What follows belongs to an exercise in optimizing a design on an open flow for small area; a production flow would make more cautious choices. Only simulation tests tie the RTL to the original design; equivalence was not proved. Power and IR drop assume default switching activity.

## armature_law
module armature_law (
    input  wire        clk,
    input  wire        rst,
    input  wire        cfg_we,
    input  wire [6:0]  cfg_addr,
    input  wire [31:0] cfg_wdata,
    input  wire        start,
    input  wire [31:0] meas,
    input  wire [31:0] sp,
    input  wire [31:0] inj,
    input  wire        inj_point,
    output wire        ready,
    output reg         done,
    output wire [31:0] u,
    output wire [31:0] integ,
    output wire [15:0] gain,
    output wire [31:0] err,
    output wire [2:0]  flags
);
    reg [26:0] step;
    reg [31:0] kp, ki, imin, imax, umin, umax, offset;
    reg [15:0] tbl [0:32];
    reg [31:0] integ_r;
    integer i, j;
    always @(posedge clk) begin
        if (cfg_we) begin
            case (cfg_addr)
                7'h00: step   <= cfg_wdata[26:0];
                7'h01: kp     <= cfg_wdata;
                7'h02: ki     <= cfg_wdata;
                7'h03: imin   <= cfg_wdata;
                7'h04: imax   <= cfg_wdata;
                7'h05: umin   <= cfg_wdata;
                7'h06: umax   <= cfg_wdata;
                7'h07: offset <= cfg_wdata;
                default: ;
            endcase
            for (i = 0; i < 33; i = i + 1)
                if (cfg_addr == 7'h40 + i)
                    tbl[i] <= cfg_wdata[15:0];
        end
    end
    reg  [5:0]  c;             
    reg  [31:0] E;             
  ...
Size: roughly 4,400 cells after synthesis, about 1,100 flip-flops, roughly 260 I/O pins, ~50,000 sq um of cells after synthesis.
clock: 20.0 ns
lec_check: 0
abc_area: 1
cap_margin: 20
core_margin: 2
core_utilization: 60
place_density: 0.72
slew_margin: 20
standard.sh (not shown) runs the stock make flow with config.mk's settings and CLKGATE_MAP_FILE= SYNTH_SCRIPT=/design/flow/synth_recipe.tcl, a recipe that flattens the netlist after the stock synthesis.
==> flow/flow/run.sh <==
#!/bin/bash
# The standard layout (standard.sh, unchanged synthesis) with two layout
# options: port buffers use the smallest buffer cell, and clock tree
# synthesis puts up to 25 sinks on a leaf buffer and inserts no dummy loads.
# The whole ORFS output goes to flow_standard.log.
set -uo pipefail
bash standard.sh \
  BUFFER_PORTS_ARGS="-buffer_cell sky130_fd_sc_hd__buf_1" \
  CTS_ARGS="-sink_clustering_enable -repair_clock_nets -dont_use_dummy_load -sink_clustering_size 25 -sink_clustering_max_diameter 50 -buf_list sky130_fd_sc_hd__clkbuf_16" \
  finish > flow_standard.log 2>&1
Edit:
--- a/flow/flow/run.sh
+++ b/flow/flow/run.sh
@@ -4 +4 @@
-# synthesis puts up to 25 sinks on a leaf buffer and inserts no dummy loads.
+# synthesis puts up to 32 sinks on a leaf buffer and inserts no dummy loads.
@@ -9 +9 @@
-  CTS_ARGS="-sink_clustering_enable -repair_clock_nets -dont_use_dummy_load -sink_clustering_size 25 -sink_clustering_max_diameter 50 -buf_list sky130_fd_sc_hd__clkbuf_16" \
+  CTS_ARGS="-sink_clustering_enable -repair_clock_nets -dont_use_dummy_load -sink_clustering_size 32 -sink_clustering_max_diameter 65 -buf_list sky130_fd_sc_hd__clkbuf_16" \
- CAP_MARGIN: 20 -> 10
- SLEW_MARGIN: 20 -> 10
- The new run completed without violations
- final area is lower by 1.7%
- setup slack gets better by 0.0062 ns
- via count is lower by 0.98%
- total power is lower by 5.7%
- register-to-register slack is about the same
- wire length is lower by 0.91%
- sequential power hardly moves
Edit:
--- a/flow/flow/run.sh
+++ b/flow/flow/run.sh
@@ -4 +4 @@
-# synthesis puts up to 32 sinks on a leaf buffer and inserts no dummy loads.
+# synthesis puts up to 12 sinks on a small leaf buffer and inserts no dummy loads.
@@ -9 +9 @@
-  CTS_ARGS="-sink_clustering_enable -repair_clock_nets -dont_use_dummy_load -sink_clustering_size 32 -sink_clustering_max_diameter 65 -buf_list sky130_fd_sc_hd__clkbuf_16" \
+  CTS_ARGS="-sink_clustering_enable -repair_clock_nets -dont_use_dummy_load -sink_clustering_size 12 -sink_clustering_max_diameter 30 -sink_clustering_buffer sky130_fd_sc_hd__clkbuf_4 -buf_list sky130_fd_sc_hd__clkbuf_16" \
Effect:
- The changed run produced a clean layout
- clock skew went down by 0.012 ns
- power grows by 0.50%
- final area barely changes
- non-clock buffer count fell by 3
- final cell count rose by about 2.3%
- sequential share of layout area went down by 0.12 points
- global-route usage climbs by 0.58 points

[afterwards: timing with drivers on the ports]
In the flow no input, the clock included, has a driving cell. The finished layouts below were timed again as built, in two steps.
Step 1 sets driving cells, clkbuf_16 on the clock port and buf_2 on the other inputs (assumed; they add their load-dependent delay and slew).
Step 2 times the ports against the registers' clock, not the clock port: input delays grow and output delays shrink by t, the midpoint of the rising clock arrivals with the driver on.
a / b / c = ideal / step 1 / step 2; a / b = the first two.
run	shift t [ns]	setup slack, ns	worst setup path after step 2	worst slew at a driven data input, ns
the first run	0.723	0.874 / 0.874 / 0.874	register to register	0.12
the second run	0.684	0.881 / 0.881 / 0.881	register to register	0.12
the third run	0.782	0.840 / 0.840 / 0.840	register to register	0.12
After both steps every run listed still meets setup and hold.
